From an optimization exercise on the open Yosys and OpenROAD flow, aimed at small area, a short achievable clock period and few clock cycles per item; shortcuts taken in it are not production practice. At most, simulation tests tie the RTL to the original design; equivalence was not proved. For run 5, only the layout was checked, not whether the RTL still works.

===== design/flow/flow/run.sh =====
#!/bin/bash
# The standard layout, with every port buffered by a plain buf_1 instead of
# the delay buffer that buffer_ports picks by default, and timing repair
# aiming for 6.3 ns of setup slack. Each ORFS step keeps its own log under
# orfs/logs; make's own output goes to standard.log.
set -euo pipefail
export BUFFER_PORTS_ARGS="-buffer_cell sky130_fd_sc_hd__buf_1"
bash standard.sh SETUP_SLACK_MARGIN=6.3 finish > standard.log 2>&1

===== design/flow/standard.sh =====
#!/bin/bash
# synth_recipe.tcl (not shown) runs the flow's synth.tcl, then flattens the netlist and writes it again
# the make line also repeats each setting of config.mk as NAME=value (left out here)
make -C /OpenROAD-flow-scripts/flow DESIGN_CONFIG=/design/flow/config.mk WORK_HOME=/design/flow/orfs CLKGATE_MAP_FILE= SYNTH_SCRIPT=/design/flow/synth_recipe.tcl "${@:-finish}"

===== design/flow/config.mk =====
export PLATFORM = sky130hd
export DESIGN_NAME = flow_hash
export DESIGN_NICKNAME = flow_hash
export VERILOG_FILES = /design/flow/design.v
export SDC_FILE = /design/flow/constraint.sdc
export NUM_CORES = 4
export LEC_CHECK = 0
export ABC_AREA = 1
export CAP_MARGIN = 20
export CORE_MARGIN = 2
export CORE_UTILIZATION = 50
export CTS_CLUSTER_DIAMETER = 70
export CTS_CLUSTER_SIZE = 25
export SLEW_MARGIN = 20

===== design/flow/constraint.sdc =====
create_clock -name core_clock -period 12.0 [get_ports {clk}]
set_input_delay 2.4000 -clock core_clock [delete_from_list [all_inputs] [get_ports {clk}]]
set_output_delay 2.4000 -clock core_clock [all_outputs]
set_load 0.01 [all_outputs]

===== design/flow/design.v =====
module flow_hash (
    input  wire         clk,
    input  wire         rst,
    input  wire         req_valid,
    output wire         req_ready,
    input  wire [319:0] req_key,
    input  wire [5:0]   req_len,
    input  wire [127:0] req_seed,
    input  wire [23:0]  req_nbuckets,
    output wire         resp_valid,
    input  wire         resp_ready,
    output wire [63:0]  resp_hash,
    output wire [23:0]  resp_bucket1,
    output wire [23:0]  resp_bucket2
);
    function [63:0] rotl(input [63:0] x, input integer b);
        rotl = (x << b) | (x >> (64 - b));
    endfunction
    function [63:0] add64(input [63:0] a, input [63:0] b);
        reg [63:0] g, p, gn, pn;
        integer i, l;
        begin
            g = a & b;
            p = a ^ b;
            for (l = 0; l < 6; l = l + 1) begin
                gn = g;
                pn = p;
                for (i = 0; i < 64; i = i + 1)
                    if ((i >> l) & 1) begin
                        gn[i] = g[i] | (p[i] & g[((i >> l) << l) - 1]);
                        pn[i] = p[i] & p[((i >> l) << l) - 1];
                    end
                g = gn;
                p = pn;
            end
            add64 = a ^ b ^ {g[62:0], 1'b0};
        end
    endfunction
    wire [2:0] last_blk = req_len[5:3];
    function [63:0] msg_word(input [2:0] j, input [319:0] k, input [5:0] l);
        integer b;
        reg [63:0] w;
        begin
            case (j)
                3'd0: w = k[63:0];
                3'd1: w = k[127:64];
                3'd2: w = k[191:128];
                3'd3: w = k[255:192];
                3'd4: w = k[319:256];
                default: w = 64'd0;
            endcase
            if (j == l[5:3]) begin
                for (b = 0; b < 7; b = b + 1)
                    if (b >= l[2:0]) w[8*b +: 8] = 8'd0;
                w[63:56] = {2'b00, l};
            end
            msg_word = w;
        end
    endfunction
    reg         busy;        
    reg  [2:0]  blk;         
    reg         second;      
    reg         fin;         
    reg  [1:0]  fcnt;        
    reg  [63:0] v0, v1, v2, v3;
    reg  [63:0] m_cur;
    wire [63:0] m_next = msg_word((busy && !fin) ? blk + {2'b00, second} : 3'd0, req_key, req_len);
    always @(posedge clk)
        m_cur <= m_next;
    wire [63:0] a0 = add64(v0, v1);
    wire [63:0] b1 = rotl(v1, 13) ^ a0;
    wire [63:0] a2 = add64(v2, v3);
    wire [63:0] b3 = rotl(v3, 16) ^ a2;
    wire [63:0] c0 = add64(rotl(a0, 32), b3);       
    wire [63:0] c3 = rotl(b3, 21) ^ c0;             
    wire [63:0] c2 = add64(a2, b1);
    wire [63:0] c1 = rotl(b1, 17) ^ c2;             
    wire [63:0] n2 = rotl(c2, 32);                  
    wire [63:0] hash = c2 ^ n2 ^ rotl(b1, 17) ^ rotl(b3, 21);
    wire blk_end  = busy && !fin && second;
    wire last_end = blk_end && (blk == last_blk);
    wire take_rnd = busy && fin && (fcnt == 2'd2);    
    wire last_rnd = busy && fin && (fcnt == 2'd3);    
    wire load     = !busy || last_rnd;                
    reg  [63:0] hash_r;
    reg  [23:0] nb;
    reg  [23:0] rem_lo, rem_hi;
    reg  [4:0]  dcnt;        
    reg         rvalid;
    reg         pend;        
    reg         pend2;       
    wire slot_free = (dcnt == 5'd0) && !pend && !pend2 && (!rvalid || resp_ready);
    assign req_ready = take_rnd && slot_free;
    wire take = req_ready && req_valid;
    wire        sk22 = |nb[23:22];
    wire        sk18 = |nb[23:18];
    wire        sk12 = |nb[23:12];
    wire        sk6  = |nb[23:6];
    reg  [23:0] below;
    integer q;
    always @(*) begin
        below[23] = 1'b0;
        for (q = 22; q >= 0; q = q - 1)
            below[q] = below[q+1] | nb[q+1];
    end
    wire        pow2  = ~|(nb & below);
    wire [4:0]  steps = pow2 ? 5'd0 : sk22 ? 5'd5 : sk18 ? 5'd7 : sk12 ? 5'd10 : sk6 ? 5'd13 : 5'd16;
    function [23:0] rem_init(input [31:0] x, input p2, input [23:0] msk,
                             input s22, input s18, input s12, input s6);
        rem_init = p2  ? x[23:0] & msk :
                   s22 ? {2'b0, x[31:10]} : s18 ? {6'b0, x[31:14]} :
                   s12 ? {12'b0, x[31:20]} : s6 ? {18'b0, x[31:26]} : 24'd0;
    endfunction
    function [1:0] dig_init(input [31:0] x, input s22, input s18, input s12, input s6);
        dig_init = s22 ? x[9:8] : s18 ? x[13:12] : s12 ? x[19:18] : s6 ? x[25:24] : x[31:30];
    endfunction
    wire [4:0] to_take = {1'b0, last_blk, 1'b0} + 5'd5;
    wire [4:0] dwait   = last_rnd ? steps + 5'd2 : pend2 ? steps + 5'd1 : dcnt;
    wire       start   = load && req_valid && (dwait <= to_take);
    always @(posedge clk) begin
        if (rst) begin
            busy <= 1'b0;
        end else if (load) begin
            busy   <= start;
            blk    <= 3'd0;
            second <= 1'b0;
            fin    <= 1'b0;
            fcnt   <= 2'd0;
        end else begin
            second <= ~second;
            if (fin)
                fcnt <= fcnt + 2'd1;
            if (blk_end) begin
                blk <= blk + 3'd1;
                if (last_end)
                    fin <= 1'b1;
            end
            if (take_rnd && !slot_free)
                busy <= 1'b0;
        end
    end
    always @(posedge clk) begin
        if (load) begin
            v0 <= req_seed[63:0]   ^ 64'h736F6D6570736575;
            v1 <= req_seed[127:64] ^ 64'h646F72616E646F6D;
            v2 <= req_seed[63:0]   ^ 64'h6C7967656E657261;
            v3 <= req_seed[127:64] ^ 64'h7465646279746573 ^ m_next;
        end else begin
            v0 <= c0 ^ (blk_end ? m_cur : 64'd0);
            v1 <= c1;
            v2 <= n2 ^ (last_end ? 64'hFF : 64'd0);
            v3 <= c3 ^ ((blk_end && !last_end) ? m_next : 64'd0);
        end
    end
    function [25:0] sub25(input [24:0] t, input [24:0] nn);
        reg [24:0] g, p, gn, pn;
        integer i, l;
        begin
            g = t & nn;
            p = t ^ nn;
            g[0] = t[0] | nn[0];
            for (l = 0; l < 5; l = l + 1) begin
                gn = g;
                pn = p;
                for (i = 0; i < 25; i = i + 1)
                    if ((i >> l) & 1) begin
                        gn[i] = g[i] | (p[i] & g[((i >> l) << l) - 1]);
                        pn[i] = p[i] & p[((i >> l) << l) - 1];
                    end
                g = gn;
                p = pn;
            end
            sub25 = {g[24], t ^ nn ^ {g[23:0], 1'b1}};
        end
    endfunction
    function [23:0] div_step(input [23:0] r, input [1:0] d, input [23:0] n);
        reg [24:0] t;
        reg [25:0] s;
        integer k;
        begin
            for (k = 1; k >= 0; k = k - 1) begin
                t = {r, d[k]};
                s = sub25(t, {1'b1, ~n});
                r = s[25] ? s[23:0] : t[23:0];
            end
            div_step = r;
        end
    endfunction
    reg  [1:0] dig_lo, dig_hi;
    reg  [1:0] ndig_lo, ndig_hi;
    integer j;
    always @(*) begin
        ndig_lo = 2'd0;
        ndig_hi = 2'd0;
        for (j = 2; j <= 16; j = j + 1)
            if (dcnt == j[4:0]) begin
                ndig_lo = hash_r[2*j-3 -: 2];
                ndig_hi = hash_r[32+2*j-3 -: 2];
            end
    end
    always @(posedge clk) begin
        if (take)
            nb <= req_nbuckets;
        if (pend)
            hash_r <= hash;
        if (pend2) begin
            rem_lo <= rem_init(hash_r[31:0],  pow2, below, sk22, sk18, sk12, sk6);
            rem_hi <= rem_init(hash_r[63:32], pow2, below, sk22, sk18, sk12, sk6);
            dig_lo <= dig_init(hash_r[31:0],  sk22, sk18, sk12, sk6);
            dig_hi <= dig_init(hash_r[63:32], sk22, sk18, sk12, sk6);
        end else if (dcnt != 5'd0) begin
            rem_lo <= div_step(rem_lo, dig_lo, nb);
            rem_hi <= div_step(rem_hi, dig_hi, nb);
            dig_lo <= ndig_lo;
            dig_hi <= ndig_hi;
        end
    end
    always @(posedge clk) begin
        if (rst) begin
            pend   <= 1'b0;
            pend2  <= 1'b0;
            dcnt   <= 5'd0;
            rvalid <= 1'b0;
        end else begin
            pend  <= take;
            pend2 <= pend;
            if (pend2) begin
                dcnt   <= steps;
                rvalid <= pow2;
            end else if (dcnt != 5'd0) begin
                dcnt <= dcnt - 5'd1;
                if (dcnt == 5'd1)
                    rvalid <= 1'b1;
            end else if (rvalid && resp_ready) begin
                rvalid <= 1'b0;
            end
        end
    end
    assign resp_valid   = rvalid;
    assign resp_hash    = hash_r;
    assign resp_bucket1 = rem_lo;
    assign resp_bucket2 = (rem_hi == rem_lo) ? (rem_lo ^ 24'd1) : rem_hi;
endmodule

==> impl_metrics.json, run 1 <==
{
  "wl_per_cell_um": 29.5,
  "synth_edf_count": 147,
  "cts_tree": "done",
  "arrival_ns": 6.21,
  "cap_violations": 0,
  "synth_top_cell_by_area": "nand2_1",
  "ant_nets": 0,
  "routed.top_layer": "met5",
  "dr.pass1.iters": 10,
  "globalplace.congestion": 1.14,
  "grt_max_degree": 136,
  "cp_top_family": "adder cells",
  "fin_skew_ns": 0.0421,
  "place_hpwl_um": 216000,
  "via_count": 55637,
  "drv_slew": 0,
  "min_period_ns": 5.78,
  "placementRows": 111,
  "dominantRegCellSynth": "dfxtp_1",
  "via_per_inst": 6.13,
  "drive_above_1_share_pct": 10.9,
  "min_period_over_period_pct": 48.2,
  "netlist.area_leader.share_pct": 18.4,
  "clock-root-buffer": "clkbuf_16",
  "wl_met1_um": 91600,
  "status": "finished clean",
  "routed-wl-met2_um": 103000,
  "endpoint_kind": "flip-flop",
  "drt-total-wl_um": 268000,
  "max_freq_ghz": 0.173,
  "worstHoldPathType": "flip-flop to flip-flop",
  "yosys-top-cells-area": "nand2_1, dfxtp_1, ha_1",
  "path_clk_slew_ns": 0.09,
  "tightest_slew_ns": 1.26,
  "overflow": 0,
  "setup_viol": 0,
  "synthArstFlopShare_pct": 0,
  "fp.dieH_um": 308,
  "portBuffers": 595,
  "cp_max_fo": 8,
  "core_um2": 91800,
  "cts_buffer_depth": 3,
  "slowest_delay_ns": 0.51,
  "rsz0062_at_grt": "yes",
  "grt_pass1_vias": 49420,
  "cts_buffers": 47,
  "area_growth_pct": 19.9,
  "htree_num_levels": 2,
  "setup_tns_ns": 0,
  "cp_common_cell": "nand2_1",
  "cts_sinks": 476,
  "drc": 0,
  "postSynthCellCount": 7160,
  "placed_cell_area_um2": 49700,
  "yosysUniqueCellTypes": 64,
  "critPathSlowestCell": "xor2_2",
  "grt_util_all_layers_pct": 54.0,
  "drt-initial-drc-count": 8214,
  "max-slew-margin-rel_pct": 15.9,
  "crit_type": "flip-flop to flip-flop",
  "dieArea_um2": 95100,
  "antenna_found_initial": 25,
  "synth-seq-cells": 476,
  "met3WireLength_um": 41900,
  "ios": 596,
  "finalNetCount": 8669,
  "crit_buf_inv": 5,
  "clk_latency_ns": 0.70,
  "die_x_um": 308,
  "grt_pass1_wl_um": 359000,
  "start_kind": "flip-flop",
  "finalInstanceArea_um2": 55600,
  "syn_avg_cell_area_um2": 6.47,
  "ys_warn_count": 1,
  "initial_core_util_pct": 50.5,
  "synth_area_um2": 46300,
  "synth_nets": 8043,
  "hold_viol": 0,
  "synth_seq_area_share_pct": 23.7,
  "yosysMostFrequentCell": "nand2_1",
  "synth_commonest_cells": "nand2_1, inv_1, nand3_1",
  "critical_path_required_ns": 12.43
}
-- cell type report --
cell class | instances | area (um2)
Timing Repair inverter | 1 | 6.26
Antenna cell | 13 | 32.5
Clock inverter | 34 | 442
Fill cell | 8702 | 36200
Sequential cell | 476 | 11000
Inverter | 998 | 3800
Multi-Input combinational cell | 5489 | 33500
Tap cell | 1243 | 1560
Clock buffer | 52 | 1260
Timing Repair Buffer | 773 | 3950
-- sequential cells by signal, summed over array words and instances (netlist names), 3 cells and up --
signal,cells
nb,24
hash_r,64
v3,64
rem_hi,24
m_cur,64
v1,64
blk,3
dcnt,5
v2,64
rem_lo,24
v0,64
-- cells in the final DEF, fill, tap and decap left out, types with 27 or more instances in the layout --
cell type     n
o21ai_0     333
o21ai_1      44
o21bai_1     43
nand4_1      55
xnor2_1     137
o211ai_1     43
buf_4       148
xor2_1      217
clkbuf_16    54
edfxtp_1    147
nand2_2     109
xnor2_2      27
a21oi_2      29
a21oi_1     310
inv_1       943
nand3_1     645
inv_2        37
xor2_2       37
buf_1       595
ha_1        331
fa_1         35
nand2_1    2138
nor3_1       27
nor2_1      307
dfxtp_1     319
or2_2        83
nand2_4      37
nand3b_1     63
a221oi_1     27
-- final timing paths --
| path | start | to | slack (ns) | depth (start not counted) |
|---|---|---|---|---|
| max | v0[0]$_DFF_P_ | hash_r[28]$_DFFE_PP_ | 6.22 | 28 |
| min reg2reg | m_cur[55]$_DFF_P_ | v0[55]$_DFF_P_ | 0.53 | 3 |
| min | m_cur[55]$_DFF_P_ | v0[55]$_DFF_P_ | 0.53 | 3 |
| max reg2reg | v0[0]$_DFF_P_ | hash_r[28]$_DFFE_PP_ | 6.22 | 28 |
-- worst min-delay path, delay by kind of cell, from the launching register on --
kind	cells	cell delay [ns]
AO/OA/AOI/OAI	1	0.08
flip-flops	1	0.30
AND/OR/NAND/NOR	2	0.12
-- stage by stage --
| stage | setup WS (ns) | util [%] | std cells | hold slack, ns |
|---|---|---|---|---|
| after floorplan | 6.71 | - | 7160 | 0.490 |
| after global placement | 4.34 | 54.1 | 8846 | 0.502 |
| after detailed placement | 4.31 | 54.1 | 8846 | 0.518 |
| after CTS | 6.24 | 58.1 | 8988 | 0.533 |
| after global routing | 6.16 | 60.5 | 9069 | 0.569 |
| final | 6.22 | 60.5 | 9079 | 0.530 |
-- kinds of logic after synthesis --
family / after synthesis / share of synthesized area (%)
buf+inv: 1197 / 9.97
compound gates: 1056 / 13.4
xor+xnor: 447 / 8.66
fa+ha+maj: 401 / 11.5
mux: 4 / 0.0864
simple gates: 3579 / 32.7
flops: 476 / 23.7
-- metal layers --
metal,up-vias,track usage [%]
li1,24469,-
met1,25511,63.7
met2,4497,75.1
met3,1150,21.1
met4,10,48.4
met5,-,0
-- repair_timing --
item / 4_1_cts / 5_1_grt
endpoints found under the setup margin: 310 / 265
resized for setup: 294 / 314
hold buffers: 0 / 0
setup buffers: 51 / 73
pin swaps: 31 / 76
cloned: 5 / 5
Testbench counts, summed over its fixed seeds: cycles 36,880, items 3,200.
==> run 2: changes to the inputs <==
==> design/flow/flow/run.sh (replaced) <==
#!/bin/bash
# The standard layout, with every port buffered by a plain buf_1 instead of
# the delay buffer that buffer_ports picks by default, clock tree synthesis
# without dummy loads, and timing repair aiming for 6.4 ns of setup slack.
# Each ORFS step keeps its own log under orfs/logs; make's own output goes to
# standard.log.
set -euo pipefail
export BUFFER_PORTS_ARGS="-buffer_cell sky130_fd_sc_hd__buf_1"
export CTS_ARGS="-sink_clustering_enable -repair_clock_nets -sink_clustering_size 25 -sink_clustering_max_diameter 70 -dont_use_dummy_load"
bash standard.sh SETUP_SLACK_MARGIN=6.4 finish > standard.log 2>&1
--- a/design/flow/config.mk
+++ b/design/flow/config.mk
@@ -10,5 +10,3 @@
 export CORE_MARGIN = 2
 export CORE_UTILIZATION = 50
-export CTS_CLUSTER_DIAMETER = 70
-export CTS_CLUSTER_SIZE = 25
 export SLEW_MARGIN = 20
==> impl_metrics.json, run 2 <==
{
  "globalplace.congestion": 1.14,
  "synth_seq_area_share_pct": 23.7,
  "synth_commonest_cells": "nand2_1, inv_1, nand3_1",
  "synth-seq-cells": 476,
  "cts_buffers": 47,
  "via_count": 55937,
  "max_freq_ghz": 0.176,
  "mostFrequentLayoutCell": "nand2_1",
  "grt_util_all_layers_pct": 54.5,
  "drt-total-wl_um": 270000,
  "die_x_um": 308,
  "clk_latency_ns": 0.69,
  "core_um2": 91800,
  "antenna_found_initial": 22,
  "cts_tree": "done",
  "path_clk_slew_ns": 0.08,
  "critical_path_required_ns": 12.56,
  "yosysUniqueCellTypes": 64,
  "fin_skew_ns": 0.0634,
  "dieArea_um2": 95100,
  "portBuffers": 595,
  "grt_pass1_wl_um": 362000,
  "ys_warn_count": 1,
  "holdBufCountCts": 0,
  "synth-compound-area-share_pct": 13.4,
  "dr.pass1.iters": 8,
  "area_growth_pct": 20.2,
  "yosys-top-cells-area": "nand2_1, dfxtp_1, ha_1",
  "fp.dieH_um": 308,
  "cp_max_fo": 10,
  "htree_num_levels": 2,
  "netlist.area_leader.share_pct": 18.4,
  "grt.busiest_layer": "met2",
  "yosysMostFrequentCell": "nand2_1",
  "dominantRegCellSynth": "dfxtp_1",
  "wl_per_cell_um": 29.8,
  "rsz0062_at_grt": "yes",
  "grt_max_degree": 136,
  "synth_edf_count": 147,
  "status": "finished clean",
  "drc": 0,
  "worstHoldPathType": "flip-flop to flip-flop",
  "overflow": 0,
  "min_period_over_period_pct": 47.3,
  "placementRows": 111,
  "cts_sinks": 476,
  "ios": 596,
  "placed_cell_area_um2": 49700,
  "drt-initial-drc-count": 8367,
  "finalNetCount": 8691,
  "endpoint_kind": "flip-flop",
  "synth_top_cell_by_area": "nand2_1",
  "setup_viol": 0,
  "start_kind": "flip-flop",
  "hold_viol": 0,
  "yosys.area_share.adder_pct": 11.5,
  "use_met2_pct": 75.4,
  "tightest_slew_ns": 1.13,
  "clock-root-buffer": "clkbuf_16",
  "arrival_ns": 6.23,
  "synthArstFlopShare_pct": 0,
  "synth_top_family_by_area": "simple AND/OR/NAND/NOR gates",
  "via_per_inst": 6.17,
  "max-slew-margin-rel_pct": 23.9,
  "setup_tns_ns": 0,
  "yosys.area_share.simple_pct": 32.7,
  "synth_area_um2": 46300,
  "place_hpwl_um": 216000,
  "synth_nets": 8043,
  "mostFrequentLayoutCells": "nand2_1, inv_1, nand3_1",
  "min_period_ns": 5.67,
  "grt_util_met1_pct": 64.1,
  "drv_slew": 0,
  "cts_buffer_depth": 3,
  "syn_avg_cell_area_um2": 6.47,
  "postSynthCellCount": 7160,
  "final_core_util_pct": 60.6,
  "cap_violations": 0,
  "grt_pass1_vias": 49621,
  "synth-xor-area-share_pct": 8.66,
  "synth.mux.area_fraction_pct": 0.0864,
  "grtUsageMet3_pct": 22.1,
  "finalInstanceArea_um2": 55700,
  "initial_core_util_pct": 50.5,
  "ant_nets": 0,
  "drive_above_1_share_pct": 11.4,
  "crit_type": "flip-flop to flip-flop"
}
run 2: final timing paths:
check	start	to	slack [ns]	cells past startpoint
max	v3[33]$_DFF_P_	v0[61]$_DFF_P_	6.33	26
min	m_cur[55]$_DFF_P_	v0[55]$_DFF_P_	0.53	3
max reg2reg	v3[33]$_DFF_P_	v0[61]$_DFF_P_	6.33	26
min reg2reg	m_cur[55]$_DFF_P_	v0[55]$_DFF_P_	0.53	3
run 2: cells by family after synthesis:
family                   Yosys count
multiplexers                       4
AO/OA/AOI/OAI                   1056
adder cells (fa/ha/maj)          401
XOR/XNOR                         447
AND/OR/NAND/NOR                 3579
flip-flops                       476
buffers and inverters           1197
run 2: timing repair:
item                       4_1_cts  5_1_grt
cloned                           7        8
pin swaps                       48       77
setup buffers                   62       78
resized for setup              369      337
setup endpoints to repair      315      262
run 2: stage by stage:
stage	std cells	hold slack, ns	setup slack [ns]
CTS	8962	0.538	6.38
global route	9054	0.562	6.25
global placement	8846	0.502	4.34
finish	9064	0.535	6.33
floorplan	7160	0.490	6.71
detailed placement	8846	0.518	4.31
run 2: final cells by class:
| cell class | count | area, um2 |
|---|---|---|
| Sequential cell | 476 | 11000 |
| Clock buffer | 47 | 1180 |
| Tap cell | 1243 | 1560 |
| Inverter | 998 | 3830 |
| Fill cell | 8723 | 36100 |
| Antenna cell | 15 | 37.5 |
| Multi-Input combinational cell | 5490 | 33900 |
| Timing Repair inverter | 3 | 27.5 |
| Timing Repair Buffer | 792 | 4120 |
run 2: critical path, cell delays in order, from the launching register on:
cell and delay, ns:
dfxtp_1 0.41, ha_1 0.43, nand2_1 0.18, nor2_4 0.31, nand2_2 0.26, inv_2 0.26, nand2_1 0.16, clkinv_2 0.25
nand3_1 0.12, nand2_1 0.12, xnor3_2 0.45, clkinvlp_4 0.32, ha_1 0.48, nand2_1 0.11, nand2_1 0.11, a221oi_4 0.31
o21ai_4 0.17, a21oi_1 0.16, a21boi_2 0.19, nand2_1 0.06, nand2_1 0.12, nand2_1 0.06, nand2_1 0.07, nand2_2 0.13
xor2_1 0.17, nand2_1 0.06, nand2_1 0.06
run 2: metal layers:
metal	wire length (um)	up-vias	share of wire (%)
li1	-	24474	-
met1	92200	25775	34
met2	104000	4471	38
met3	42100	1203	16
met4	31900	14	12
met5	145	-	0.054
==> run 3: changes to the inputs <==
==> design/flow/flow/run.sh (replaced) <==
#!/bin/bash
# The standard layout, with every port buffered by a plain buf_1 instead of
# the delay buffer that buffer_ports picks by default, clock tree synthesis
# without dummy loads, and timing repair aiming for 6.3 ns of setup slack.
# Each ORFS step keeps its own log under orfs/logs; make's own output goes to
# standard.log.
set -euo pipefail
export BUFFER_PORTS_ARGS="-buffer_cell sky130_fd_sc_hd__buf_1"
export CTS_ARGS="-sink_clustering_enable -repair_clock_nets -sink_clustering_size 25 -sink_clustering_max_diameter 70 -dont_use_dummy_load"
bash standard.sh SETUP_SLACK_MARGIN=6.3 finish > standard.log 2>&1
--- a/design/flow/config.mk
+++ b/design/flow/config.mk
@@ -9,4 +9,4 @@
 export CAP_MARGIN = 20
 export CORE_MARGIN = 2
-export CORE_UTILIZATION = 50
+export CORE_UTILIZATION = 47
 export SLEW_MARGIN = 20
==> impl_metrics.json, run 3 <==
{
  "critical_path_required_ns": 12.55,
  "synth_nets": 8043,
  "syn_avg_cell_area_um2": 6.47,
  "endpoint_kind": "flip-flop",
  "synth_edf_count": 147,
  "r2r_setup_slack_ns": 6.23,
  "wl_per_cell_um": 29.8,
  "finalNetCount": 8661,
  "mostFrequentLayoutCells": "nand2_1, inv_1, nand3_1",
  "drt-total-wl_um": 271000,
  "start_kind": "flip-flop",
  "hold_viol": 0,
  "arrival_ns": 6.32,
  "area_growth_pct": 18.7,
  "min_period_over_period_pct": 48.1,
  "drc": 0,
  "dominantRegCellSynth": "dfxtp_1",
  "area.sequential_um2": 11000,
  "min_period_ns": 5.77,
  "mostFrequentLayoutCell": "nand2_1",
  "cts_tree": "done",
  "drt-initial-drc-count": 7812,
  "worstHoldPathType": "flip-flop to flip-flop",
  "whs_ns": 0.527,
  "synth-seq-cells": 476,
  "synthArstFlopShare_pct": 0,
  "grt_pass1_vias": 48713,
  "ios": 596,
  "drv_slew": 0,
  "cts_buffer_depth": 3,
  "holdPathStages": 3,
  "die_x_um": 318,
  "path_clk_slew_ns": 0.09,
  "r2r-end": "v0[52]$_DFF_P_",
  "yosysUniqueCellTypes": 64,
  "max-slew-margin-rel_pct": 11.3,
  "r2r_cells": 26,
  "r2r_start": "v2[23]$_DFF_P_",
  "setup_viol": 0,
  "multi_input_area_um2": 33500,
  "place_hpwl_um": 220000,
  "synth_area_um2": 46300,
  "synth_top_cell_by_area": "nand2_1",
  "synth_seq_area_share_pct": 23.7,
  "netlist.area_leader.share_pct": 18.4,
  "setup_tns_ns": 0,
  "crit_type": "flip-flop to flip-flop",
  "cts_buffers": 50,
  "rsz0062_at_grt": "yes",
  "fin_skew_ns": 0.0849,
  "grt_max_degree": 86,
  "via_per_inst": 6.05,
  "cts_sinks": 476,
  "portBuffers": 595,
  "ant_nets": 0,
  "via_count": 54862,
  "hold_start": "m_cur[33]$_DFF_P_",
  "yosysMostFrequentCell": "nand2_1",
  "ys_warn_count": 1,
  "globalplace.congestion": 1.15,
  "clk_latency_ns": 0.72,
  "grt_pass1_wl_um": 358000,
  "overflow": 0,
  "yosys-top-cells-area": "nand2_1, dfxtp_1, ha_1",
  "max_freq_ghz": 0.173,
  "cp_max_fo": 7,
  "htree_num_levels": 2,
  "hold_end": "v0[33]$_DFF_P_",
  "dr.pass1.iters": 9,
  "drive_above_1_share_pct": 10.1,
  "dieArea_um2": 101000,
  "postSynthCellCount": 7160,
  "tightest_slew_ns": 1.33,
  "synth_commonest_cells": "nand2_1, inv_1, nand3_1",
  "core_um2": 98000,
  "grt_util_all_layers_pct": 50.3,
  "cap_violations": 0,
  "antenna_found_initial": 19,
  "clock-root-buffer": "clkbuf_16",
  "status": "finished clean",
  "nFillCells": 9699,
  "placementRows": 115,
  "initial_core_util_pct": 47.3,
  "fp.dieH_um": 318
}
run 3: final cells by class:
class                   instances  area share [%]
repair buffers                761            7.02
inverters                     998            6.90
flip-flops and latches        476            20.0
repair inverters                1         0.00910
well taps                    1287            2.93
clock buffers                  50            2.27
multi-input cells            5490            60.8
diodes                         12          0.0546
run 3: worst max-delay path by stage:
stage | start | endpoint | slack, ns | cells after the start
floorplan | resp_ready | req_ready | 6.71 | 4
global placement | v1[37]$_DFF_P_ | v3[33]$_DFF_P_ | 4.62 | 28
detailed placement | v1[37]$_DFF_P_ | v3[33]$_DFF_P_ | 4.54 | 28
CTS | v1[0]$_DFF_P_ | hash_r[0]$_DFFE_PP_ | 6.28 | 32
global route | v1[23]$_DFF_P_ | hash_r[62]$_DFFE_PP_ | 6.20 | 32
finish | v2[23]$_DFF_P_ | v0[52]$_DFF_P_ | 6.23 | 26
run 3: worst max-delay path: stages, from the launching register on:
cell	delay, ns
dfxtp_1	0.65
ha_1	0.35
inv_1	0.11
o21bai_1	0.09
a31oi_1	0.23
nand2_2	0.20
a221oi_1	0.46
nand2_1	0.11
nand2_1	0.10
nand2_1	0.17
nand2_1	0.28
nand2_1	0.15
inv_1	0.34
ha_1	0.34
nand2_1	0.14
a21oi_1	0.06
a211oi_1	0.17
nand2_1	0.10
a21oi_2	0.23
nand2_8	0.10
buf_4	0.20
buf_4	0.17
nand3_1	0.07
nand3_1	0.11
xor2_2	0.24
xnor2_1	0.37
a21oi_1	0.11
run 3: per-layer routing:
layer	track usage, %	routed length [um]
met1	60.6	95200
met2	72.0	107000
met5	0.0473	92
met3	17.7	39300
met4	41.0	29400
run 3: cell families (layout without fill, tap and decap cells):
family                   Yosys count  after routing  synth area share, %
AO/OA/AOI/OAI                   1056           1056                 13.4
XOR/XNOR                         447            447                 8.66
adder cells (fa/ha/maj)          401            401                 11.5
buffers and inverters           1197           1810                 9.97
flip-flops                       476            476                 23.7
multiplexers                       4              4               0.0864
other                              0             12                    0
AND/OR/NAND/NOR                 3579           3582                 32.7
run 3: what timing repair did:
item                                    CTS  global route
pin swaps                                30            79
setup buffers                            38            57
gates resized for setup                 253           352
hold buffers                              0             0
cloned                                    3            11
endpoints found under the setup margin  305           234
run 3: metrics by stage:
step | utilization (%) | area, um2 | instances | setup slack, ns
CTS | 53.7 | 52600 | 8995 | 6.28
detailed placement | 50.8 | 49800 | 8904 | 4.54
finish | 56.2 | 55000 | 9075 | 6.23
global route | 56.1 | 55000 | 9065 | 6.20
floorplan | - | 46300 | 7160 | 6.71
global placement | 50.8 | 49800 | 8904 | 4.62
==> run 4: changes to the inputs <==
--- a/design/flow/flow/run.sh
+++ b/design/flow/flow/run.sh
@@ -7,4 +7,4 @@
 set -euo pipefail
 export BUFFER_PORTS_ARGS="-buffer_cell sky130_fd_sc_hd__buf_1"
-export CTS_ARGS="-sink_clustering_enable -repair_clock_nets -sink_clustering_size 25 -sink_clustering_max_diameter 70 -dont_use_dummy_load"
+export CTS_ARGS="-sink_clustering_enable -repair_clock_nets -sink_clustering_size 30 -sink_clustering_max_diameter 60 -dont_use_dummy_load"
 bash standard.sh SETUP_SLACK_MARGIN=6.3 finish > standard.log 2>&1
==> impl_metrics.json, run 4 <==
{
  "portBuffers": 595,
  "clk_latency_ns": 0.67,
  "ant_nets": 0,
  "initial_core_util_pct": 47.3,
  "dr.pass1.iters": 9,
  "critical_path_required_ns": 12.47,
  "hold_viol": 0,
  "crit_type": "flip-flop to flip-flop",
  "whs_ns": 0.518,
  "antenna_found_initial": 25,
  "nFillCells": 9664,
  "endpoint_kind": "flip-flop",
  "cts_buffer_depth": 3,
  "wl_per_cell_um": 29.6,
  "holdBufCountCts": 0,
  "tightest_slew_ns": 1.35,
  "min_period_over_period_pct": 48.4,
  "cp_top_family": "simple AND/OR/NAND/NOR gates",
  "mostFrequentLayoutCell": "nand2_1",
  "drt-initial-drc-count": 7591,
  "arrival_ns": 6.27,
  "drt-total-wl_um": 269000,
  "die_x_um": 318,
  "max_freq_ghz": 0.172,
  "synth_top_cell_by_area": "nand2_1",
  "cts_buffers": 66,
  "synth_commonest_cells": "nand2_1, inv_1, nand3_1",
  "r2r_setup_slack_ns": 6.19,
  "finalNetCount": 8670,
  "grt_pass1_vias": 49174,
  "htree_num_levels": 3,
  "fp.dieH_um": 318,
  "setup_tns_ns": 0,
  "syn_avg_cell_area_um2": 6.47,
  "yosysMostFrequentCell": "nand2_1",
  "grt_pass1_wl_um": 360000,
  "place_hpwl_um": 220000,
  "r2r_cells": 26,
  "drive_above_1_share_pct": 10.2,
  "via_count": 54936,
  "hold_start": "m_cur[33]$_DFF_P_",
  "status": "finished clean",
  "yosysUniqueCellTypes": 64,
  "crit_buf_inv": 4,
  "drv_slew": 0,
  "path_clk_slew_ns": 0.07,
  "finalNonFillerCells": 9089,
  "fin_skew_ns": 0.0750,
  "grt_max_degree": 86,
  "synth-seq-cells": 476,
  "min_period_ns": 5.81,
  "max-slew-margin-rel_pct": 10.3,
  "synth_seq_area_share_pct": 23.7,
  "cp_max_fo": 9,
  "grt_util_all_layers_pct": 50.6,
  "worstHoldPathType": "flip-flop to flip-flop",
  "overflow": 0,
  "netlist.area_leader.share_pct": 18.4,
  "mostFrequentLayoutCells": "nand2_1, inv_1, nand3_1",
  "postSynthCellCount": 7160,
  "cp_common_cell": "nand2_1",
  "slowest_delay_ns": 0.55,
  "r2r-end": "v3[52]$_DFF_P_",
  "final_core_util_pct": 56.4,
  "synth_area_um2": 46300,
  "globalplace.congestion": 1.15,
  "synthArstFlopShare_pct": 0,
  "hold_end": "v0[33]$_DFF_P_",
  "cap_violations": 0,
  "synth_nets": 8043,
  "dp.cells": 8904,
  "dieArea_um2": 101000,
  "drc": 0,
  "yosys-top-cells-area": "nand2_1, dfxtp_1, ha_1",
  "holdPathStages": 3,
  "ys_warn_count": 1,
  "start_kind": "flip-flop",
  "critPathSlowestCell": "dfxtp_1",
  "core_um2": 98000,
  "r2r_start": "v3[25]$_DFF_P_",
  "setup_viol": 0,
  "finalInstanceArea_um2": 55200,
  "clock-root-buffer": "clkbuf_16",
  "rsz0062_at_grt": "yes",
  "placementRows": 115,
  "dominantRegCellSynth": "dfxtp_1",
  "via_per_inst": 6.04,
  "ios": 596,
  "area_growth_pct": 19.2,
  "cts_sinks": 476,
  "synth_edf_count": 147,
  "placed_cell_area_um2": 49800,
  "cts_tree": "done"
}
run 4: cell counts after synthesis:
No cell type changed its count.
run 4: routing by layer:
layer	global-route usage [%]	vias up	part of all wire [%]
met5	0	-	0.038
met4	42.1	16	11
met3	18.6	1040	14
met2	72.1	3928	39
met1	60.6	25510	35
li1	-	24442	-
run 4: through the flow:
stage	setup slack, ns
2_1_floorplan	6.71
3_3_place_gp	4.62
3_5_place_dp	4.54
4_1_cts	6.27
5_1_grt	6.19
6_report	6.19
run 4: worst reg2reg max path, cell delays in order, from the launching register on:
cell,delay (ns)
dfxtp_1,0.55
ha_1,0.35
a21oi_1,0.31
o21ai_0,0.20
inv_1,0.16
o21ai_0,0.12
a221oi_1,0.46
nand3_1,0.19
nand2_1,0.23
nand2_1,0.26
nand2_1,0.20
inv_2,0.14
ha_1,0.37
nand2_1,0.14
a21oi_1,0.06
a211oi_1,0.18
nand2_1,0.10
a21oi_2,0.23
nand2_8,0.11
buf_8,0.17
buf_4,0.16
nand3_1,0.07
nand3_1,0.12
xor2_2,0.30
nand3_1,0.12
nand3_1,0.09
nand2_1,0.21
run 4: how the worst max path moves through the flow:
stage | startpoint | to | slack, ns | cells after the start
after floorplan | resp_ready | req_ready | 6.71 | 4
after detailed placement | v1[37]$_DFF_P_ | v3[33]$_DFF_P_ | 4.54 | 28
final | v3[25]$_DFF_P_ | v3[52]$_DFF_P_ | 6.19 | 26
after global placement | v1[37]$_DFF_P_ | v3[33]$_DFF_P_ | 4.62 | 28
after global routing | nb[12]$_DFFE_PP_ | busy$_SDFFE_PP0P_ | 6.19 | 28
after CTS | v1[0]$_DFF_P_ | v3[33]$_DFF_P_ | 6.27 | 35
run 4: area by class of cell:
cell class	instances	area [um2]	area share (%)
Antenna cell	17	42.5	0.0770
Clock buffer	66	1650	2.99
Inverter	998	3800	6.88
Multi-Input combinational cell	5491	33400	60.4
Sequential cell	476	11000	20.0
Tap cell	1287	1610	2.92
Timing Repair Buffer	753	3730	6.76
Timing Repair inverter	1	5.00	0.00906
run 4: timing repair:
action | CTS | global route
gates cloned | 4 | 7
endpoints found under the setup margin | 306 | 225
buffers inserted | 36 | 55
gates resized for setup | 274 | 318
pin swaps | 34 | 75
run 4: cell families (layout without fill, tap and decap cells):
family                     after synthesis  after routing  synth area share (%)
AOI/OAI and AO/OA                     1056           1056                  13.4
xor gates and xnor gates               447            447                  8.66
adders and majority gates              401            401                  11.5
buffers and inverters                 1197           1818                  9.97
DFF                                    476            476                  23.7
muxes                                    4              4                0.0864
other                                    0             17                     0
and+or+nand+nor                       3579           3583                  32.7
==> run 5: changes to the inputs <==
--- a/design/flow/design.v
+++ b/design/flow/design.v
@@ -93,8 +93,8 @@
     assign req_ready = take_rnd && slot_free;
     wire take = req_ready && req_valid;
-    wire        sk22 = |nb[23:22];
-    wire        sk18 = |nb[23:18];
-    wire        sk12 = |nb[23:12];
-    wire        sk6  = |nb[23:6];
+    wire        sk22c = |nb[23:22];
+    wire        sk18c = |nb[23:18];
+    wire        sk12c = |nb[23:12];
+    wire        sk6c  = |nb[23:6];
     reg  [23:0] below;
     integer q;
@@ -105,5 +105,14 @@
     end
     wire        pow2  = ~|(nb & below);
-    wire [4:0]  steps = pow2 ? 5'd0 : sk22 ? 5'd5 : sk18 ? 5'd7 : sk12 ? 5'd10 : sk6 ? 5'd13 : 5'd16;
+    wire [4:0]  steps = pow2 ? 5'd0 : sk22c ? 5'd5 : sk18c ? 5'd7 : sk12c ? 5'd10 : sk6c ? 5'd13 : 5'd16;
+    reg         sk22, sk18, sk12, sk6, pw2;
+    always @(posedge clk)
+        if (pend) begin
+            sk22 <= sk22c;
+            sk18 <= sk18c;
+            sk12 <= sk12c;
+            sk6  <= sk6c;
+            pw2  <= pow2;
+        end
     function [23:0] rem_init(input [31:0] x, input p2, input [23:0] msk,
                              input s22, input s18, input s12, input s6);
@@ -115,6 +124,10 @@
         dig_init = s22 ? x[9:8] : s18 ? x[13:12] : s12 ? x[19:18] : s6 ? x[25:24] : x[31:30];
     endfunction
+    function [1:0] dig_next(input [31:0] x, input s22, input s18, input s12, input s6);
+        dig_next = s22 ? x[7:6] : s18 ? x[11:10] : s12 ? x[17:16] : s6 ? x[23:22] : x[29:28];
+    endfunction
     wire [4:0] to_take = {1'b0, last_blk, 1'b0} + 5'd5;
-    wire [4:0] dwait   = last_rnd ? steps + 5'd2 : pend2 ? steps + 5'd1 : dcnt;
+    wire [4:0] dfirst  = pow2 ? 5'd1 : steps;
+    wire [4:0] dwait   = last_rnd ? dfirst + 5'd1 : pend2 ? dfirst : dcnt;
     wire       start   = load && req_valid && (dwait <= to_take);
     always @(posedge clk) begin
@@ -204,14 +217,14 @@
         if (pend)
             hash_r <= hash;
-        if (pend2) begin
-            rem_lo <= rem_init(hash_r[31:0],  pow2, below, sk22, sk18, sk12, sk6);
-            rem_hi <= rem_init(hash_r[63:32], pow2, below, sk22, sk18, sk12, sk6);
-            dig_lo <= dig_init(hash_r[31:0],  sk22, sk18, sk12, sk6);
-            dig_hi <= dig_init(hash_r[63:32], sk22, sk18, sk12, sk6);
-        end else if (dcnt != 5'd0) begin
-            rem_lo <= div_step(rem_lo, dig_lo, nb);
-            rem_hi <= div_step(rem_hi, dig_hi, nb);
-            dig_lo <= ndig_lo;
-            dig_hi <= ndig_hi;
+        if (pend2 && pw2) begin
+            rem_lo <= hash_r[23:0] & below;
+            rem_hi <= hash_r[55:32] & below;
+        end else if (pend2 || dcnt != 5'd0) begin
+            rem_lo <= div_step(pend2 ? rem_init(hash_r[31:0], 1'b0, below, sk22, sk18, sk12, sk6) : rem_lo,
+                               pend2 ? dig_init(hash_r[31:0], sk22, sk18, sk12, sk6) : dig_lo, nb);
+            rem_hi <= div_step(pend2 ? rem_init(hash_r[63:32], 1'b0, below, sk22, sk18, sk12, sk6) : rem_hi,
+                               pend2 ? dig_init(hash_r[63:32], sk22, sk18, sk12, sk6) : dig_hi, nb);
+            dig_lo <= pend2 ? dig_next(hash_r[31:0],  sk22, sk18, sk12, sk6) : ndig_lo;
+            dig_hi <= pend2 ? dig_next(hash_r[63:32], sk22, sk18, sk12, sk6) : ndig_hi;
         end
     end
@@ -226,5 +239,5 @@
             pend2 <= pend;
             if (pend2) begin
-                dcnt   <= steps;
+                dcnt   <= pow2 ? 5'd0 : steps - 5'd1;
                 rvalid <= pow2;
             end else if (dcnt != 5'd0) begin
==> design/flow/flow/run.sh (replaced) <==
#!/bin/bash
# The standard layout, with every port buffered by a plain buf_1 instead of
# the delay buffer that buffer_ports picks by default, and timing repair
# aiming for 6.3 ns of setup slack. Each ORFS step keeps its own log under
# orfs/logs; make's own output goes to standard.log.
set -euo pipefail
export BUFFER_PORTS_ARGS="-buffer_cell sky130_fd_sc_hd__buf_1"
bash standard.sh SETUP_SLACK_MARGIN=6.3 finish > standard.log 2>&1
--- a/design/flow/config.mk
+++ b/design/flow/config.mk
@@ -10,3 +10,5 @@
 export CORE_MARGIN = 2
 export CORE_UTILIZATION = 47
+export CTS_CLUSTER_DIAMETER = 70
+export CTS_CLUSTER_SIZE = 25
 export SLEW_MARGIN = 20
==> impl_metrics.json, run 5 <==
{
  "mostFrequentLayoutCells": "nand2_1, inv_1, nand3_1",
  "max-slew-margin-rel_pct": 20.6,
  "cp_max_fo": 6,
  "arrival_ns": 6.51,
  "synth_seq_area_share_pct": 23.5,
  "synth_commonest_cells": "nand2_1, inv_1, nand3_1",
  "multi_input_area_um2": 35400,
  "overflow": 0,
  "grt_pass1_vias": 50966,
  "grt_pass1_wl_um": 368000,
  "fin_skew_ns": 0.0332,
  "drive_above_1_share_pct": 14.9,
  "grt_max_degree": 82,
  "worstHoldPathType": "flip-flop to flip-flop",
  "finalNetCount": 9040,
  "die_x_um": 322,
  "area.sequential_um2": 11200,
  "cts_buffer_depth": 3,
  "wl_per_cell_um": 28.8,
  "rsz0062_at_grt": "yes",
  "use_met2_pct": 73.9,
  "cts_buffers": 52,
  "final_core_util_pct": 59.4,
  "min_period_ns": 6.06,
  "placementRows": 116,
  "yosysMostFrequentCell": "nand2_1",
  "clk_latency_ns": 0.71,
  "mostFrequentLayoutCell": "nand2_1",
  "status": "finished clean",
  "cts_tree": "done",
  "min_period_over_period_pct": 50.5,
  "synth_area_um2": 47500,
  "drc": 0,
  "fp.dieH_um": 322,
  "antenna_found_initial": 17,
  "portBuffers": 595,
  "dominantRegCellSynth": "dfxtp_1",
  "ant_nets": 0,
  "postSynthCellCount": 7384,
  "hold_viol": 0,
  "synth_nets": 8269,
  "dr.pass1.iters": 9,
  "ys_warn_count": 1,
  "area_growth_pct": 25.4,
  "drt-total-wl_um": 274000,
  "endpoint_kind": "flip-flop",
  "grtUsageMet3_pct": 15.4,
  "ios": 596,
  "slowest_delay_ns": 0.62,
  "cts_sinks": 481,
  "grt_util_met1_pct": 60.1,
  "holdBufCountCts": 0,
  "globalplace.congestion": 1.14,
  "grt_util_all_layers_pct": 50.8,
  "via_count": 57057,
  "dieArea_um2": 104000,
  "via_per_inst": 6.00,
  "syn_avg_cell_area_um2": 6.43,
  "synthArstFlopShare_pct": 0,
  "yosys-top-cells-area": "nand2_1, dfxtp_1, edfxtp_1",
  "synth_edf_count": 152,
  "crit_type": "flip-flop to flip-flop",
  "synth-seq-cells": 481,
  "place_hpwl_um": 216000,
  "cap_violations": 0,
  "htree_num_levels": 2,
  "drv_slew": 0,
  "max_freq_ghz": 0.165,
  "start_kind": "flip-flop",
  "drt-initial-drc-count": 8132,
  "critPathSlowestCell": "edfxtp_1",
  "finalNonFillerCells": 9507,
  "path_clk_slew_ns": 0.08,
  "yosysUniqueCellTypes": 72,
  "setup_tns_ns": 0,
  "dp.cells": 9147,
  "core_um2": 100000,
  "netlist.area_leader.share_pct": 18.6,
  "setup_viol": 0,
  "initial_core_util_pct": 47.4,
  "grt.busiest_layer": "met2",
  "nFillCells": 9639,
  "tightest_slew_ns": 1.18,
  "cp_common_cell": "nand2_2",
  "synth_top_cell_by_area": "nand2_1",
  "clock-root-buffer": "clkbuf_16",
  "critical_path_required_ns": 12.45
}
## run 5: cell types whose count changed in the layout (fill, tap and decap cells not counted), moves of 21 or more
cell,previous run,this run
xnor2_1,141,117
ha_1,329,308
nand4_1,55,28
inv_2,30,57
buf_4,131,250
a221oi_1,29,51
a21oi_1,315,291
o21ai_2,9,37
ha_4,15,39
nand3_1,654,684
nand2_4,36,61
nand3_2,9,49
nand2_2,104,154
## run 5: cell families (layout without fill, tap and decap cells)
family	after synthesis	count (layout)	share of synthesized area [%]
compound gates	1085	1085	13.3
xor+xnor	425	425	8.34
fa+ha+maj	403	403	11.3
buf+inv	1246	2054	10.1
flops	481	481	23.5
mux	5	5	0.105
other cells	0	12	0
simple gates	3739	3744	33.3
## run 5: timing repair
| item | CTS | global route |
|---|---|---|
| gates cloned | 20 | 3 |
| setup buffers | 141 | 87 |
| resized for setup | 472 | 471 |
| pin swaps | 72 | 155 |
| endpoints found under the setup margin | 288 | 237 |
## run 5: worst max-delay path, delay by kind of cell, from the launching register on
family                     cells  cell delay (ns)
and+or+nand+nor               26             2.12
DFF                            1             0.62
buffers and inverters          5             0.71
AOI/OAI and AO/OA             10             1.51
adders and majority gates      3             0.79
## run 5: final timing paths
path	start	endpoint	slack, ns	depth (start not counted)
worst min-delay path	pend$_SDFF_PP0_	pend2$_SDFF_PP0_	0.52	2
worst max-delay path	hash_r[63]$_DFFE_PP_	rem_hi[15]$_DFFE_PP_	5.94	44
worst min register to register	pend$_SDFF_PP0_	pend2$_SDFF_PP0_	0.52	2
worst max register to register	hash_r[63]$_DFFE_PP_	rem_hi[15]$_DFFE_PP_	5.94	44
## run 5: cell type report
cell class              count  area share [%]
clock buffers              57            2.27
clock inverters            39           0.904
well taps                1298            2.73
diodes                     12          0.0505
multi-input cells        5662            59.4
flip-flops and latches    481            18.8
repair buffers            905            8.92
repair inverters            5           0.107
inverters                1048            6.77
## run 5: layer usage
| layer | share of wire (%) | up-vias | routed length (um) |
|---|---|---|---|
| met1 | 35 | 26364 | 95800 |
| met3 | 13 | 1065 | 36100 |
| met5 | 0.027 | - | 74 |
| met2 | 40 | 4097 | 110000 |
| met4 | 12 | 4 | 31900 |
| li1 | - | 25527 | - |
## run 5: per-stage QoR
| step | hold WS (ns) | instance area [um2] | worst slack [ns] |
|---|---|---|---|
| 2_1_floorplan | 0.488 | 47500 | 6.30 |
| 4_1_cts | 0.518 | 56700 | 6.19 |
| 3_3_place_gp | 0.502 | 51100 | 4.03 |
| 3_5_place_dp | 0.505 | 51100 | 3.99 |
| 5_1_grt | 0.550 | 59500 | 5.82 |
| 6_report | 0.524 | 59500 | 5.94 |

[re-timing with driven ports]
How much do the figures lean on ideal ports? The routed layouts below were timed once more, with nothing changed but the port constraints. Step 1 assumes that a clkbuf_16 drives the clock port and a buf_2 every other input. Step 2 adds t to the input delays and takes it off the output delays; t is the mean of the earliest and latest rising clock arrival at the registers after step 1. Input paths then give back, and output paths get back, about the clock's delay inside the block. Slacks: no drivers / after step 1 / after step 2; pairs: no drivers / after step 1.
| run | shift t [ns] | slack for setup (ns) | worst setup path at the end | pins driven straight from the clock port |
|---|---|---|---|---|
| run 1 | 0.755 | 6.220 / 6.220 / 5.966 | input to register | 1 |
| run 2 | 0.738 | 6.325 / 6.325 / 6.257 | input to register | 1 |
| run 3 | 0.762 | 6.231 / 6.231 / 5.803 | input to register | 1 |
| run 4 | 0.713 | 6.193 / 6.193 / 5.804 | input to register | 1 |
| run 5 | 0.782 | 5.937 / 5.937 / 5.937 | register to register | 1 |
After both steps every run listed still meets setup and hold. The setup slack of run 3, which loses most, moves by 0.000 ns with the drivers and by -0.428 ns with both steps.
